This design comes from an exercise in tuning for small area on the open sky130 flow, not from production work. The RTL was checked by simulation tests, not by an equivalence proof against the original design. Power figures rest on the tool's default switching activity, not on a simulated workload.

<file path="config.mk">
export PLATFORM = sky130hd
export DESIGN_NAME = serve_code_gen
export DESIGN_NICKNAME = serve_code_gen
export VERILOG_FILES = /design/flow/design.v
export SDC_FILE = /design/flow/constraint.sdc
export NUM_CORES = 8
export LEC_CHECK = 0
export CAP_MARGIN = 20
export CORE_MARGIN = 2
export CORE_UTILIZATION = 40
export PLACE_DENSITY = 0.6
export SLEW_MARGIN = 20
</file>
<file path="constraint.sdc">
create_clock -name core_clock -period 10.0 [get_ports {clk}]
set_input_delay 2.0000 -clock core_clock [delete_from_list [all_inputs] [get_ports {clk}]]
set_output_delay 2.0000 -clock core_clock [all_outputs]
set_load 0.01 [all_outputs]
</file>
<file path="design.v">
module aes_sbox (
    input  wire [7:0] a,
    output reg  [7:0] y
);
    always @(*) begin
        case (a)
            8'h00: y = 8'h63;
            8'h01: y = 8'h7c;
            8'h02: y = 8'h77;
            8'h03: y = 8'h7b;
            8'h04: y = 8'hf2;
            8'h05: y = 8'h6b;
            8'h06: y = 8'h6f;
            8'h07: y = 8'hc5;
            8'h08: y = 8'h30;
            8'h09: y = 8'h01;
            8'h0a: y = 8'h67;
            8'h0b: y = 8'h2b;
            8'h0c: y = 8'hfe;
            8'h0d: y = 8'hd7;
            8'h0e: y = 8'hab;
            8'h0f: y = 8'h76;
            8'h10: y = 8'hca;
            8'h11: y = 8'h82;
            8'h12: y = 8'hc9;
            8'h13: y = 8'h7d;
            8'h14: y = 8'hfa;
            8'h15: y = 8'h59;
            8'h16: y = 8'h47;
            8'h17: y = 8'hf0;
            8'h18: y = 8'had;
            8'h19: y = 8'hd4;
            8'h1a: y = 8'ha2;
            8'h1b: y = 8'haf;
            8'h1c: y = 8'h9c;
            8'h1d: y = 8'ha4;
            8'h1e: y = 8'h72;
            8'h1f: y = 8'hc0;
            8'h20: y = 8'hb7;
            8'h21: y = 8'hfd;
            8'h22: y = 8'h93;
            8'h23: y = 8'h26;
            8'h24: y = 8'h36;
            8'h25: y = 8'h3f;
            8'h26: y = 8'hf7;
            8'h27: y = 8'hcc;
            8'h28: y = 8'h34;
            8'h29: y = 8'ha5;
            8'h2a: y = 8'he5;
            8'h2b: y = 8'hf1;
            8'h2c: y = 8'h71;
            8'h2d: y = 8'hd8;
            8'h2e: y = 8'h31;
            8'h2f: y = 8'h15;
            8'h30: y = 8'h04;
            8'h31: y = 8'hc7;
            8'h32: y = 8'h23;
            8'h33: y = 8'hc3;
            8'h34: y = 8'h18;
            8'h35: y = 8'h96;
            8'h36: y = 8'h05;
            8'h37: y = 8'h9a;
            8'h38: y = 8'h07;
            8'h39: y = 8'h12;
            8'h3a: y = 8'h80;
            8'h3b: y = 8'he2;
            8'h3c: y = 8'heb;
            8'h3d: y = 8'h27;
            8'h3e: y = 8'hb2;
            8'h3f: y = 8'h75;
            8'h40: y = 8'h09;
            8'h41: y = 8'h83;
            8'h42: y = 8'h2c;
            8'h43: y = 8'h1a;
            8'h44: y = 8'h1b;
            8'h45: y = 8'h6e;
            8'h46: y = 8'h5a;
            8'h47: y = 8'ha0;
            8'h48: y = 8'h52;
            8'h49: y = 8'h3b;
            8'h4a: y = 8'hd6;
            8'h4b: y = 8'hb3;
            8'h4c: y = 8'h29;
            8'h4d: y = 8'he3;
            8'h4e: y = 8'h2f;
            8'h4f: y = 8'h84;
            8'h50: y = 8'h53;
            8'h51: y = 8'hd1;
            8'h52: y = 8'h00;
            8'h53: y = 8'hed;
            8'h54: y = 8'h20;
            8'h55: y = 8'hfc;
            8'h56: y = 8'hb1;
            8'h57: y = 8'h5b;
            8'h58: y = 8'h6a;
            8'h59: y = 8'hcb;
            8'h5a: y = 8'hbe;
            8'h5b: y = 8'h39;
            8'h5c: y = 8'h4a;
            8'h5d: y = 8'h4c;
            8'h5e: y = 8'h58;
            8'h5f: y = 8'hcf;
            8'h60: y = 8'hd0;
            8'h61: y = 8'hef;
            8'h62: y = 8'haa;
            8'h63: y = 8'hfb;
            8'h64: y = 8'h43;
            8'h65: y = 8'h4d;
            8'h66: y = 8'h33;
            8'h67: y = 8'h85;
            8'h68: y = 8'h45;
            8'h69: y = 8'hf9;
            8'h6a: y = 8'h02;
            8'h6b: y = 8'h7f;
            8'h6c: y = 8'h50;
            8'h6d: y = 8'h3c;
            8'h6e: y = 8'h9f;
            8'h6f: y = 8'ha8;
            8'h70: y = 8'h51;
            8'h71: y = 8'ha3;
            8'h72: y = 8'h40;
            8'h73: y = 8'h8f;
            8'h74: y = 8'h92;
            8'h75: y = 8'h9d;
            8'h76: y = 8'h38;
            8'h77: y = 8'hf5;
            8'h78: y = 8'hbc;
            8'h79: y = 8'hb6;
            8'h7a: y = 8'hda;
            8'h7b: y = 8'h21;
            8'h7c: y = 8'h10;
            8'h7d: y = 8'hff;
            8'h7e: y = 8'hf3;
            8'h7f: y = 8'hd2;
            8'h80: y = 8'hcd;
            8'h81: y = 8'h0c;
            8'h82: y = 8'h13;
            8'h83: y = 8'hec;
            8'h84: y = 8'h5f;
            8'h85: y = 8'h97;
            8'h86: y = 8'h44;
            8'h87: y = 8'h17;
            8'h88: y = 8'hc4;
            8'h89: y = 8'ha7;
            8'h8a: y = 8'h7e;
            8'h8b: y = 8'h3d;
            8'h8c: y = 8'h64;
            8'h8d: y = 8'h5d;
            8'h8e: y = 8'h19;
            8'h8f: y = 8'h73;
            8'h90: y = 8'h60;
            8'h91: y = 8'h81;
            8'h92: y = 8'h4f;
            8'h93: y = 8'hdc;
            8'h94: y = 8'h22;
            8'h95: y = 8'h2a;
            8'h96: y = 8'h90;
            8'h97: y = 8'h88;
            8'h98: y = 8'h46;
            8'h99: y = 8'hee;
            8'h9a: y = 8'hb8;
            8'h9b: y = 8'h14;
            8'h9c: y = 8'hde;
            8'h9d: y = 8'h5e;
            8'h9e: y = 8'h0b;
            8'h9f: y = 8'hdb;
            8'ha0: y = 8'he0;
            8'ha1: y = 8'h32;
            8'ha2: y = 8'h3a;
            8'ha3: y = 8'h0a;
            8'ha4: y = 8'h49;
            8'ha5: y = 8'h06;
            8'ha6: y = 8'h24;
            8'ha7: y = 8'h5c;
            8'ha8: y = 8'hc2;
            8'ha9: y = 8'hd3;
            8'haa: y = 8'hac;
            8'hab: y = 8'h62;
            8'hac: y = 8'h91;
            8'had: y = 8'h95;
            8'hae: y = 8'he4;
            8'haf: y = 8'h79;
            8'hb0: y = 8'he7;
            8'hb1: y = 8'hc8;
            8'hb2: y = 8'h37;
            8'hb3: y = 8'h6d;
            8'hb4: y = 8'h8d;
            8'hb5: y = 8'hd5;
            8'hb6: y = 8'h4e;
            8'hb7: y = 8'ha9;
            8'hb8: y = 8'h6c;
            8'hb9: y = 8'h56;
            8'hba: y = 8'hf4;
            8'hbb: y = 8'hea;
            8'hbc: y = 8'h65;
            8'hbd: y = 8'h7a;
            8'hbe: y = 8'hae;
            8'hbf: y = 8'h08;
            8'hc0: y = 8'hba;
            8'hc1: y = 8'h78;
            8'hc2: y = 8'h25;
            8'hc3: y = 8'h2e;
            8'hc4: y = 8'h1c;
            8'hc5: y = 8'ha6;
            8'hc6: y = 8'hb4;
            8'hc7: y = 8'hc6;
            8'hc8: y = 8'he8;
            8'hc9: y = 8'hdd;
            8'hca: y = 8'h74;
            8'hcb: y = 8'h1f;
            8'hcc: y = 8'h4b;
            8'hcd: y = 8'hbd;
            8'hce: y = 8'h8b;
            8'hcf: y = 8'h8a;
            8'hd0: y = 8'h70;
            8'hd1: y = 8'h3e;
            8'hd2: y = 8'hb5;
            8'hd3: y = 8'h66;
            8'hd4: y = 8'h48;
            8'hd5: y = 8'h03;
            8'hd6: y = 8'hf6;
            8'hd7: y = 8'h0e;
            8'hd8: y = 8'h61;
            8'hd9: y = 8'h35;
            8'hda: y = 8'h57;
            8'hdb: y = 8'hb9;
            8'hdc: y = 8'h86;
            8'hdd: y = 8'hc1;
            8'hde: y = 8'h1d;
            8'hdf: y = 8'h9e;
            8'he0: y = 8'he1;
            8'he1: y = 8'hf8;
            8'he2: y = 8'h98;
            8'he3: y = 8'h11;
            8'he4: y = 8'h69;
            8'he5: y = 8'hd9;
            8'he6: y = 8'h8e;
            8'he7: y = 8'h94;
            8'he8: y = 8'h9b;
            8'he9: y = 8'h1e;
            8'hea: y = 8'h87;
            8'heb: y = 8'he9;
            8'hec: y = 8'hce;
            8'hed: y = 8'h55;
            8'hee: y = 8'h28;
            8'hef: y = 8'hdf;
            8'hf0: y = 8'h8c;
            8'hf1: y = 8'ha1;
            8'hf2: y = 8'h89;
            8'hf3: y = 8'h0d;
            8'hf4: y = 8'hbf;
            8'hf5: y = 8'he6;
            8'hf6: y = 8'h42;
            8'hf7: y = 8'h68;
            8'hf8: y = 8'h41;
            8'hf9: y = 8'h99;
            8'hfa: y = 8'h2d;
            8'hfb: y = 8'h0f;
            8'hfc: y = 8'hb0;
            8'hfd: y = 8'h54;
            8'hfe: y = 8'hbb;
            8'hff: y = 8'h16;
            default: y = 8'h00;
        endcase
    end
endmodule
module serve_code_gen (
    input  wire         clk,
    input  wire         rst,           
    input  wire         start,
    output wire         ready,
    input  wire [255:0] key,           
    input  wire [31:0]  frame,
    input  wire [15:0]  line,
    input  wire [2:0]   head_id,
    input  wire [63:0]  nonce,
    input  wire [3:0]   bits,
    input  wire [1:0]   phases_log2,
    input  wire [2:0]   phase,
    output reg          out_valid,
    output reg  [2:0]   out_index,
    output reg  [119:0] offsets        
);
    reg [255:0] key_q;
    reg [31:0]  frame_q;
    reg [15:0]  line_q;
    reg [2:0]   head_q;
    reg [63:0]  nonce_q;
    reg [3:0]   bits_q;
    reg [1:0]   pl_q;
    reg [2:0]   phase_q;
    reg         busy;
    reg [2:0]   blk;       
    reg [3:0]   rnd;       
    assign ready = !busy;
    wire accept = start && !busy;
    reg [127:0] st;        
    reg [255:0] win;       
    reg [7:0]   rcon;
    wire [127:0] ctr_block = {nonce_q, 5'd0, head_q, 5'd0, blk, line_q, frame_q};
    function [7:0] xtime(input [7:0] b);
        xtime = {b[6:0], 1'b0} ^ (b[7] ? 8'h1b : 8'h00);
    endfunction
    wire [127:0] sb;
    wire [127:0] sr;
    genvar gi;
    generate
        for (gi = 0; gi < 16; gi = gi + 1) begin : g_sbox
            aes_sbox u_sbox (.a(st[8*gi +: 8]), .y(sb[8*gi +: 8]));
        end
        for (gi = 0; gi < 16; gi = gi + 1) begin : g_shift
            localparam integer R = gi % 4;
            localparam integer C = gi / 4;
            assign sr[8*gi +: 8] = sb[8*(R + 4*((C + R) % 4)) +: 8];
        end
    endgenerate
    wire [127:0] mc;
    generate
        for (gi = 0; gi < 4; gi = gi + 1) begin : g_mix
            wire [7:0] a0 = sr[32*gi +  0 +: 8];
            wire [7:0] a1 = sr[32*gi +  8 +: 8];
            wire [7:0] a2 = sr[32*gi + 16 +: 8];
            wire [7:0] a3 = sr[32*gi + 24 +: 8];
            wire [7:0] t  = a0 ^ a1 ^ a2 ^ a3;
            assign mc[32*gi +  0 +: 8] = a0 ^ t ^ xtime(a0 ^ a1);
            assign mc[32*gi +  8 +: 8] = a1 ^ t ^ xtime(a1 ^ a2);
            assign mc[32*gi + 16 +: 8] = a2 ^ t ^ xtime(a2 ^ a3);
            assign mc[32*gi + 24 +: 8] = a3 ^ t ^ xtime(a3 ^ a0);
        end
    endgenerate
    wire         last_round = (rnd == 4'd14);
    wire [127:0] round_key  = win[255:128];
    wire [127:0] st_next    = (last_round ? sr : mc) ^ round_key;
    wire [31:0] w0 = win[31:0];
    wire [31:0] w1 = win[63:32];
    wire [31:0] w2 = win[95:64];
    wire [31:0] w3 = win[127:96];
    wire [31:0] w7 = win[255:224];
    wire [31:0] sub_w7;
    generate
        for (gi = 0; gi < 4; gi = gi + 1) begin : g_ksbox
            aes_sbox u_sbox (.a(w7[8*gi +: 8]), .y(sub_w7[8*gi +: 8]));
        end
    endgenerate
    wire [31:0] rot_sub = {sub_w7[7:0], sub_w7[31:8]} ^ {24'd0, rcon};
    wire [31:0] f_w7    = rnd[0] ? rot_sub : sub_w7;
    wire [31:0] n0 = w0 ^ f_w7;
    wire [31:0] n1 = w1 ^ n0;
    wire [31:0] n2 = w2 ^ n1;
    wire [31:0] n3 = w3 ^ n2;
    wire [9:0] keep_bits = (bits_q >= 4'd10) ? 10'h3ff : ((10'd1 << bits_q) - 10'd1);
    wire [9:0] keep_pl   = ~((10'd1 << pl_q) - 10'd1);
    wire [9:0] keep      = keep_bits & keep_pl;
    wire [119:0] offs_next;
    generate
        for (gi = 0; gi < 12; gi = gi + 1) begin : g_offs
            wire [9:0] r = st_next[10*gi +: 10];
            assign offs_next[10*gi +: 10] = (bits_q == 4'd0) ? 10'd0 : ((r & keep) | {7'd0, phase_q});
        end
    endgenerate
    always @(posedge clk) begin
        if (rst) begin
            busy      <= 1'b0;
            blk       <= 3'd0;
            rnd       <= 4'd0;
            out_valid <= 1'b0;
        end else begin
            out_valid <= 1'b0;
            if (accept) begin
                key_q   <= key;
                frame_q <= frame;
                line_q  <= line;
                head_q  <= head_id;
                nonce_q <= nonce;
                bits_q  <= bits;
                pl_q    <= phases_log2;
                phase_q <= phase;
                busy    <= 1'b1;
                blk     <= 3'd0;
                rnd     <= 4'd0;
            end else if (busy) begin
                if (rnd == 4'd0) begin
                    st   <= ctr_block ^ key_q[127:0];
                    win  <= key_q;
                    rcon <= 8'h01;
                    rnd  <= 4'd1;
                end else begin
                    st  <= st_next;
                    win <= {n3, n2, n1, n0, win[255:128]};
                    if (rnd[0])
                        rcon <= xtime(rcon);
                    if (last_round) begin
                        out_valid <= 1'b1;
                        out_index <= blk;
                        offsets   <= offs_next;
                        rnd       <= 4'd0;
                        blk       <= blk + 3'd1;
                        if (blk == 3'd5)
                            busy <= 1'b0;
                    end else begin
                        rnd <= rnd + 4'd1;
                    end
                end
            end
        end
    end
endmodule
</file>
<file path="run.sh">
#!/bin/bash
# synth_recipe.tcl (not shown) runs the flow's synth.tcl, then flattens the netlist and writes it again
# the make line also repeats each setting of config.mk as NAME=value (left out here)
make -C /OpenROAD-flow-scripts/flow DESIGN_CONFIG=/design/flow/config.mk WORK_HOME=/design/flow/orfs CLKGATE_MAP_FILE= SYNTH_SCRIPT=/design/flow/synth_recipe.tcl finish
</file>
==> results.txt <==
-- worst max-delay path by stage --
stage               startpoint        endpoint  slack (ps)  cells past startpoint
floorplan                  rst       bits_q[0]       -2160                      2
global placement           rst  g_mix[2].a3[3]        2240                     13
detailed placement         rst  g_mix[2].a3[2]        2370                     14
CTS                        rst  g_mix[2].a0[7]        3240                     15
global route               rst  g_mix[2].a3[2]        2850                     14
finish                     rst  g_mix[2].a0[6]        2830                     14
-- cells by family after synthesis --
family / Yosys count / synth area share (%)
AO/OA/AOI/OAI: 5622 / 32.6
XOR/XNOR: 931 / 9.25
adder cells (fa/ha/maj): 216 / 2.39
buffers and inverters: 1712 / 6.71
flip-flops: 1064 / 26.8
multiplexers: 196 / 1.81
AND/OR/NAND/NOR: 5247 / 20.4
-- stage by stage --
step / setup TNS [ps] / area (µm²) / std cells / utilization, % / power [mW]
floorplan: -820860 / 113000 / 14988 / - / 23.2
global placement: 0 / 120000 / 18187 / 42.8 / 34.5
detailed placement: 0 / 120000 / 18187 / 42.8 / 34.1
CTS: 0 / 125000 / 18445 / 44.4 / 39.6
global route: 0 / 125000 / 18450 / 44.5 / 42.0
finish: 0 / 125000 / 18466 / 44.5 / 41.3
-- state kept, by name, summed over array words and instances, names as in the netlist, 32 cells and up --
name,count
nonce_q,64
g_mix.a1,32
key_q,256
offsets,120
st,128
g_ksbox.u_sbox.y,32
frame_q,32
g_mix.a3,32
win,256
g_mix.a0,32
g_mix.a2,32
-- area by class of cell --
type                            count  area, µm²
Antenna cell                       19       47.5
Clock buffer                      170       3740
Clock inverter                     88        963
Fill cell                       28823     156000
Inverter                          160        609
Multi-Input combinational cell  12212      75800
Sequential cell                  1064      30300
Tap cell                         3743       4680
Timing Repair Buffer             1010       9070
-- placed cells by master, fill, tap and decap left out, drive strengths merged, types with 81 or more instances in the layout --
cell type,instances
a2111oi,94
a31oi,418
ha,216
o211ai,307
nand4,119
clkbuf,171
clkdlybuf4s50,507
a311oi,208
o31ai,96
o22ai,189
xnor2,438
nand2,2054
nand3,560
dfxtp,169
a21oi,1361
inv,165
xor2,346
and3,110
a22oi,84
o311ai,237
buf,502
edfxtp,895
a211oi,248
mux2i,158
a221oi,151
xnor3,126
nand2b,89
o221ai,169
nor4,81
nor3,472
o21ai,1363
nor2,1487
-- report_power, final --
| group | internal (mW) | total, mW | switching [mW] |
|---|---|---|---|
| logic | 9.24 | 28.7 | 19.4 |
| clock network | 3.07 | 5.43 | 2.36 |
| registers | 5.68 | 7.18 | 1.50 |
| total | 18.0 | 41.3 | 23.3 |
-- per-layer routing --
layer  vias to the layer above  routed length (µm)  GRT usage, %
met5                         -                 119             0
met4                        20               52700          25.9
met3                      2677              109000          18.0
met2                     12837              265000          62.3
met1                     64303              251000          58.5
li1                      55886                   -             -
-- worst min-delay path, delay by kind of cell, from the launching register on --
kind             cells  cell delay, ps
AO/OA/AOI/OAI        1              50
flip-flops           1             320
AND/OR/NAND/NOR      1              40
==> results.txt <==
- Clk Tree Root Cell: sky130_fd_sc_hd__clkbuf_16
- Starting Density: 40.1%
- PnR worst setup slack: 2830 ps
- Setup repair after global routing left no endpoint under its margin.
- Endpoint of the lowest-slack register-to-register path: g_mix[2].a0[1]
- Category of the worst setup path launch point: input port
- Start point of the worst min-delay path: key_q[223]
- Ranked by instance count, the synthesized netlist is headed by sky130_fd_sc_hd__nand2_1, sky130_fd_sc_hd__nor2_1, sky130_fd_sc_hd__a21oi_1.
- Area Overhead vs Synth: 10.9%
- A synthesized cell averages 7.53 µm².
- The die is 535 µm tall.
* TritonCTS clock tree: built
* Dpl ws: 2370 ps
* Biggest area contributors in the synthesized netlist: sky130_fd_sc_hd__edfxtp_1, sky130_fd_sc_hd__nand2_1, sky130_fd_sc_hd__a21oi_1
- The die covers 0.286 mm².
- R2r setup slk: 2910 ps
- Cell with the most instances after synthesis: sky130_fd_sc_hd__nand2_1
- Placeable core area: 0.282 mm²
- The worst setup path is of the in -> reg kind.
* Status: no timing/DRC/antenna violations
* Number of synthesized flops with an enable pin: 895
- Number of standard cells after synthesis: 14988
* Dominant cell type by area after synthesis: sky130_fd_sc_hd__edfxtp_1
* Slowest cell on crit path: sky130_fd_sc_hd__nand2_2
- In this run the static leakage power is 44.3 nW.
- Of all flip-flops after synthesis, the portion carrying an async set or reset was 0%.
* Number of detailed-route iterations in the first pass: 10
- Buffer levels on the longest clock path: 4
- Clock skew after layout: 96.5 ps
- GR Util All Layers: 45.0%
- Routed wire per std cell: 36.7 µm
- Counting distinct cell types in the post-synthesis netlist gives 126.
- Worst voltage drop across the vdd grid: 0.290 mV
- The clock net in this run drives a total of 1064 sinks.
- Rows: 195
- Buffers inserted to repair hold after CTS numbered 0.
- Measured against its own limit, the worst slew margin works out to 15.6%.
- Post-route antenna net violation count: 0
- Share of cells above drive strength 1: 7.32%
- The final layout contains 15191 nets.
* Power density of the placed cells: 330 mW/mm²
- Timing would allow up to 140 MHz.
* Share of the clock period used by the worst path: 71.7%
- Along the worst hold path, the cell count comes to 2.
- Required time worst endpoint: 10630 ps
* Final number of max-transition violations: 0
- The top cell type by area accounts for 23.8% of the synthesized area.
- The total overflow left after global routing is 0.
* Combined area of all synthesized cells: 0.113 mm²
- After clock tree synthesis, the clock-pin slew on the worst setup and hold paths is 60 ps.
* Pin count of the biggest net entering global routing: 186
* Buffers inserted during post-CTS setup optimization: 0
* Port Buffer Count: 507
- 508 I/O pins were placed.
- Post-Syn Nets: 15587
* Family with the most delay on the worst path: buffers and inverters
- Traced cell by cell, the critical path runs through clkdlybuf4s50_1 -> nand2b_4 -> inv_8 -> nand2_2 -> buf_4 -> o21ai_2 -> buf_4 -> inv_1 -> ha_1 -> nand2_1 -> a21o_1 -> a21oi_1 -> o311ai_0 -> o311ai_0.
- Worst Path Max Fanout: 44
- Data arrives at the worst endpoint at 7800 ps.
- TritonCTS created 144 clock buffers.
* Path class of the lowest-slack min-delay path: reg -> reg
* Final weighted congestion in routability-driven placement: 1.09
* Slew at the pin closest to its max-slew limit: 1260 ps
- Final hold slack: 523 ps
* Total of max-cap violations: 0
* H-tree levels: 4
- After layout, the minimum clock period comes to 7170 ps.
* First-pass GRT wire length: 947000 µm
* Destination of the worst hold path: win[223]
- DRC violations left: 0
* Detailed placement HPWL: 495000 µm
- Counting both buffers and inverters, the worst setup path holds a total of 5.
* Number of global-route vias before repair: 122177
* Number of synthesized register bits: 1064
- Total Routed Length: 679000 µm
- Via density per instance: 7.35
- Element type at the critical path end: register
- Sequential cells were found to cover 26.8% of the synthesized design area.
- Clock latency (worst-skew pair): 920 ps
- Final setup violating endpoints: 0
* Ys Warns: 2
- Resized Gates After CTS: 0
* Detailed router's first-iteration violation count: 29892
* Main flop type after synthesis: sky130_fd_sc_hd__edfxtp_1
- The initial antenna violation count was 26.
- Total via count after detailed routing: 135723
- The final hold violation count came to 0.
- Reg-to-reg critical path startpoint: rnd[0]
- Worst-case reg-to-reg path depth: 16
- The largest single stage delay on the critical path is 660 ps.
- The floorplan step set the die width to 535 µm.

-- separate check: timing with driven ports --
Ports are ideal in the flow. The routed layout listed here was re-timed in OpenROAD. Step 1: set_driving_cell puts a clkbuf_16 on clk and a buf_2 on each other input, an assumption about the parent block. Step 2 also shifts input and output timing later by t, the mid clock arrival at the registers, as if the neighbouring blocks saw the same clock. a / b / c = no drivers / after step 1 / after step 2; a / b = the first two.
shift t [ns]: 0.969
slack for setup (ns): 2.835 / 2.802 / 1.833
worst slew at a driven data input, ns: 0.19
After both steps setup and hold are still met in this run. For this run, drivers alone change the setup slack by -0.033 ns; drivers and shift together by -1.002 ns.
